Source: an optimization exercise on an open RTL-to-GDS flow (aim: small area, a short achievable clock period and few clock cycles per item). Production flows keep margins and buffers that such runs may drop.

==> job 9606 <==
## fma_unit
module fma_unit (
    input  wire        clk,
    input  wire        rst,         
    input  wire        in_valid,
    output wire        in_ready,
    input  wire [31:0] a,
    input  wire [31:0] b,
    input  wire [31:0] c,
    output wire        out_valid,
    output wire [31:0] y
);
    assign in_ready = 1'b1;
    fma_core u_core (
        .clk(clk), .rst(rst), .in_valid(in_valid),
        .a(a), .b(b), .c(c),
        .out_valid(out_valid), .y(y)
    );
endmodule
export LEC_CHECK = 0
export CAP_MARGIN = 20
export CORE_MARGIN = 2
export CORE_UTILIZATION = 70
export CTS_CLUSTER_DIAMETER = 120
export CTS_CLUSTER_SIZE = 25
export PLACE_DENSITY = 0.78
export SETUP_SLACK_MARGIN = 5
export SLEW_MARGIN = 20
export SYNTH_HIERARCHICAL = 1
export SYNTH_MINIMUM_KEEP_SIZE = 0
create_clock -name core_clock -period 32.0 [get_ports {clk}]
standard.sh (not shown) runs the stock make flow with config.mk's settings and CLKGATE_MAP_FILE= SYNTH_SCRIPT=/design/flow/synth_recipe.tcl, a recipe that flattens the netlist after the stock synthesis.
==> flow/flow/run.sh <==
#!/bin/bash
set -euo pipefail
MARGIN=24.6
grep -q 'SETUP_SLACK_MARGIN=5' standard.sh
grep -q 'CLKGATE_MAP_FILE= ' standard.sh
sed -e "s/SETUP_SLACK_MARGIN=5/SETUP_SLACK_MARGIN=${MARGIN}/" \
    -e "s/CLKGATE_MAP_FILE= /CLKGATE_MAP_FILE= 'BUFFER_PORTS_ARGS=-buffer_cell sky130_fd_sc_hd__buf_1' /" \
    standard.sh > standard_custom.sh
grep -q "SETUP_SLACK_MARGIN=${MARGIN}" standard_custom.sh
grep -q "BUFFER_PORTS_ARGS" standard_custom.sh
bash standard_custom.sh > make.log 2>&1
==> inputs of job 2768, as changes to job 9606 <==
--- a/flow/design.v
+++ b/flow/design.v
@@ -153,66 +153,32 @@
     wire [127:0] mkw = {127'd0, mkv} << eb2[6:0];
     wire [77:0]  mk;
     genvar q;
     generate
         for (q = 0; q < 78; q = q + 1) begin : g_mk
             assign mk[q] = mkw[78 - q];
         end
     endgenerate
-    wire [6:0] sh;
+    wire [6:0] sh, tz;
     wire       mkz;
-    wire [127:0] lw = {mag2 | mk, 50'd0};
-    wire [63:0] lv1;  wire [63:0] lz1;
-    wire [31:0] lv2;  wire [63:0] lz2;
-    wire [15:0] lv3;  wire [47:0] lz3;
-    wire [7:0]  lv4;  wire [31:0] lz4;
-    wire [3:0]  lv5;  wire [19:0] lz5;
-    wire [1:0]  lv6;  wire [11:0] lz6;
-    generate
-        for (q = 0; q < 64; q = q + 1) begin : g_l1
-            assign lv1[q] = lw[2*q+1] | lw[2*q];
-            assign lz1[q] = !lw[2*q+1];
-        end
-        for (q = 0; q < 32; q = q + 1) begin : g_l2
-            assign lv2[q] = lv1[2*q+1] | lv1[2*q];
-            assign lz2[2*q+1:2*q] = lv1[2*q+1] ? {1'b0, lz1[2*q+1]} : {1'b1, lz1[2*q]};
-        end
-        for (q = 0; q < 16; q = q + 1) begin : g_l3
-            assign lv3[q] = lv2[2*q+1] | lv2[2*q];
-            assign lz3[3*q+2:3*q] = lv2[2*q+1] ? {1'b0, lz2[4*q+3:4*q+2]} : {1'b1, lz2[4*q+1:4*q]};
-        end
-        for (q = 0; q < 8; q = q + 1) begin : g_l4
-            assign lv4[q] = lv3[2*q+1] | lv3[2*q];
-            assign lz4[4*q+3:4*q] = lv3[2*q+1] ? {1'b0, lz3[6*q+5:6*q+3]} : {1'b1, lz3[6*q+2:6*q]};
-        end
-        for (q = 0; q < 4; q = q + 1) begin : g_l5
-            assign lv5[q] = lv4[2*q+1] | lv4[2*q];
-            assign lz5[5*q+4:5*q] = lv4[2*q+1] ? {1'b0, lz4[8*q+7:8*q+4]} : {1'b1, lz4[8*q+3:8*q]};
-        end
-        for (q = 0; q < 2; q = q + 1) begin : g_l6
-            assign lv6[q] = lv5[2*q+1] | lv5[2*q];
-            assign lz6[6*q+5:6*q] = lv5[2*q+1] ? {1'b0, lz5[10*q+9:10*q+5]} : {1'b1, lz5[10*q+4:10*q]};
-        end
-    endgenerate
-    assign mkz = !(lv6[1] | lv6[0]);
-    assign sh  = mkz ? 7'd78 : (lv6[1] ? {1'b0, lz6[11:6]} : {1'b1, lz6[5:0]});
+    fma_lzc78 u_lzc (.x(mag2 | mk), .lz(sh), .zero(mkz));
+    fma_tzc78 u_tzc (.x(mag2), .tz(tz));
     wire        mz   = !(|mag2);
     wire        uflz = (eb2 < 10'sd1);       
     wire [77:0] n6  = sh[6] ? {mag2[13:0], 64'd0} : mag2;
     wire [77:0] n5  = sh[5] ? {n6[45:0], 32'd0} : n6;
     wire [77:0] n4  = sh[4] ? {n5[61:0], 16'd0} : n5;
     wire [77:0] n3  = sh[3] ? {n4[69:0], 8'd0}  : n4;
     wire [77:0] n2  = sh[2] ? {n3[73:0], 4'd0}  : n3;
     wire [77:0] n1  = sh[1] ? {n2[75:0], 2'd0}  : n2;
     wire [77:0] n0  = sh[0] ? {n1[76:0], 1'd0}  : n1;
     wire [23:0] mant = n0[77:54];
     wire        grd  = n0[53];
-    wire [52:0] stm  = {53{1'b1}} >> sh;
-    wire        stk  = |(mag2[52:0] & stm);
+    wire        stk  = ({1'b0, tz} + {1'b0, sh}) < 8'd53;
     wire        rinc = grd & (stk | mant[0]);
     wire signed [9:0] en = eb2 - $signed({3'd0, sh});
     wire        ovf  = en > 10'sd254;
     wire [22:0] fr1  = mant[22:0] + 23'd1;
     wire [22:0] frac = rinc ? fr1 : mant[22:0];
     wire        cout = rinc & (&mant[22:0]);
     wire [7:0]  ebp  = eb2[7:0] + 8'd1;
     wire [7:0]  em1  = eb2[7:0] + {1'b1, ~sh};
@@ -296,16 +262,72 @@
     output wire [N-1:0] s,
     output wire         co
 );
     wire [N-1:0] gp, pg;
     fma_prefix #(.N(N), .L(L)) u_pfx (.g(a & b), .p(a ^ b), .gp(gp), .pg(pg));
     assign s  = a ^ b ^ {gp[N-2:0], 1'b0};
     assign co = gp[N-1];
 endmodule
+module fma_lzc78 (
+    input  wire [77:0] x,
+    output wire [6:0]  lz,
+    output wire        zero
+);
+    wire [127:0] w = {x, 50'd0};
+    wire [63:0] v1;  wire [63:0] z1;
+    wire [31:0] v2;  wire [63:0] z2;
+    wire [15:0] v3;  wire [47:0] z3;
+    wire [7:0]  v4;  wire [31:0] z4;
+    wire [3:0]  v5;  wire [19:0] z5;
+    wire [1:0]  v6;  wire [11:0] z6;
+    genvar i;
+    generate
+        for (i = 0; i < 64; i = i + 1) begin : g_l1
+            assign v1[i] = w[2*i+1] | w[2*i];
+            assign z1[i] = !w[2*i+1];
+        end
+        for (i = 0; i < 32; i = i + 1) begin : g_l2
+            assign v2[i] = v1[2*i+1] | v1[2*i];
+            assign z2[2*i+1:2*i] = v1[2*i+1] ? {1'b0, z1[2*i+1]} : {1'b1, z1[2*i]};
+        end
+        for (i = 0; i < 16; i = i + 1) begin : g_l3
+            assign v3[i] = v2[2*i+1] | v2[2*i];
+            assign z3[3*i+2:3*i] = v2[2*i+1] ? {1'b0, z2[4*i+3:4*i+2]} : {1'b1, z2[4*i+1:4*i]};
+        end
+        for (i = 0; i < 8; i = i + 1) begin : g_l4
+            assign v4[i] = v3[2*i+1] | v3[2*i];
+            assign z4[4*i+3:4*i] = v3[2*i+1] ? {1'b0, z3[6*i+5:6*i+3]} : {1'b1, z3[6*i+2:6*i]};
+        end
+        for (i = 0; i < 4; i = i + 1) begin : g_l5
+            assign v5[i] = v4[2*i+1] | v4[2*i];
+            assign z5[5*i+4:5*i] = v4[2*i+1] ? {1'b0, z4[8*i+7:8*i+4]} : {1'b1, z4[8*i+3:8*i]};
+        end
+        for (i = 0; i < 2; i = i + 1) begin : g_l6
+            assign v6[i] = v5[2*i+1] | v5[2*i];
+            assign z6[6*i+5:6*i] = v5[2*i+1] ? {1'b0, z5[10*i+9:10*i+5]} : {1'b1, z5[10*i+4:10*i]};
+        end
+    endgenerate
+    assign zero = !(v6[1] | v6[0]);
+    assign lz   = zero ? 7'd78 : (v6[1] ? {1'b0, z6[11:6]} : {1'b1, z6[5:0]});
+endmodule
+module fma_tzc78 (
+    input  wire [77:0] x,
+    output wire [6:0]  tz
+);
+    wire [77:0] r;
+    wire        zero;
+    genvar i;
+    generate
+        for (i = 0; i < 78; i = i + 1) begin : g_rev
+            assign r[i] = x[77 - i];
+        end
+    endgenerate
+    fma_lzc78 u_lz (.x(r), .lz(tz), .zero(zero));
+endmodule
 module fma_mul24 (
     input  wire [23:0] x,
     input  wire [23:0] y,
     output wire [47:0] p
 );
     wire [575:0] pn;
     genvar gi, gj;
     generate
==> flow/flow/run.sh (replaced) <==
#!/bin/bash
set -euo pipefail
MARGIN=24.5
grep -q 'SETUP_SLACK_MARGIN=5' standard.sh
sed -e "s/SETUP_SLACK_MARGIN=5/SETUP_SLACK_MARGIN=${MARGIN}/" standard.sh > standard_margin.sh
grep -q "SETUP_SLACK_MARGIN=${MARGIN}" standard_margin.sh
bash standard_margin.sh > make.log 2>&1
CORE_UTILIZATION = 60   (was 70)
CTS_CLUSTER_DIAMETER = default   (was 120)
CTS_CLUSTER_SIZE = default   (was 25)
PLACE_DENSITY = 0.7   (was 0.78)
==> qor summary <==
|  | job 9606 | job 2768 |
|---|---|---|
| Outcome | no timing/DRC/antenna violations | no timing/DRC/antenna violations |
| Initial Util | 70.73% | 60.52% |
| Placed Area | 38730 um2 | 40700 um2 |
| Met1 capacity usage during global routing | 60.19% | 52.08% |
| Cell area after synthesis | 38070 um2 | 38940 um2 |
| Count of routing violations after the opening detailed-route iteration | 4914 | 3745 |
| WHS Endpoint | u_core.eb2[3] | u_core.eb2[7] |
| DIE HEIGHT | 237.2 um | 258.8 um |
| Detailed-route via count | 35179 | 34330 |
| Die width | 237.2 um | 258.8 um |
| Number of filler instances in the final layout | 3873 | 5391 |
| Count of buffers not belonging to the clock network in the layout | 250 | 239 |
| Worst-margin pin slew | 1.202 ns | 1.001 ns |
| Number of cell rows | 85 | 93 |
| Data arrival at the endpoint of the critical path | 1.04 ns | 1.05 ns |
| CTS Buf Count | 19 | 39 |
| Critical path's largest stage delay | 0.34 ns | 0.33 ns |
| Final Critical Period | 7.441 ns | 7.448 ns |
| Launching instance or port of the critical path | u_core.y[25] | u_core.y[14] |
| Placeable core area | 53810 um2 | 64350 um2 |
| Critical Path Sink | y[25] | y[14] |
| Antenna violations before repair | 3 | 4 |
| Clock slew at the register clock pins of the worst setup and hold paths | 0.10 ns | 0.06 ns |
| Drt total wl | 132400 um | 131800 um |
No run of this note included a check of the RTL's function; only the layout flow was run.

[static timing again, ports no longer ideal]
The results above use ideal ports. As a check the final layouts listed here were re-extracted and re-timed, cells and wires unchanged.
Step 1, drivers: a clkbuf_16 drives clk and a buf_2 each remaining input, both assumed.
Step 2 moves the port delays by t, midway between the first and last clock arrival at a register: inputs arrive t later, outputs are due t later. That takes back most of the time a late clock gives input paths.
Slacks: no drivers / after step 1 / after step 2; pairs: no drivers / after step 1.
run | t (ns) | slack for setup (ns) | hold slack, ns | worst data-port slew with drivers (ns) | cell pins on the clock port's net
job 9606 | 0.627 | 24.559 / 24.500 / 24.637 | 0.330 / 0.330 / 0.330 | 0.06 | 1
job 2768 | 0.645 | 24.552 / 24.486 / 24.789 | 0.326 / 0.326 / 0.326 | 0.05 | 1
After both steps every run listed still meets setup and hold.
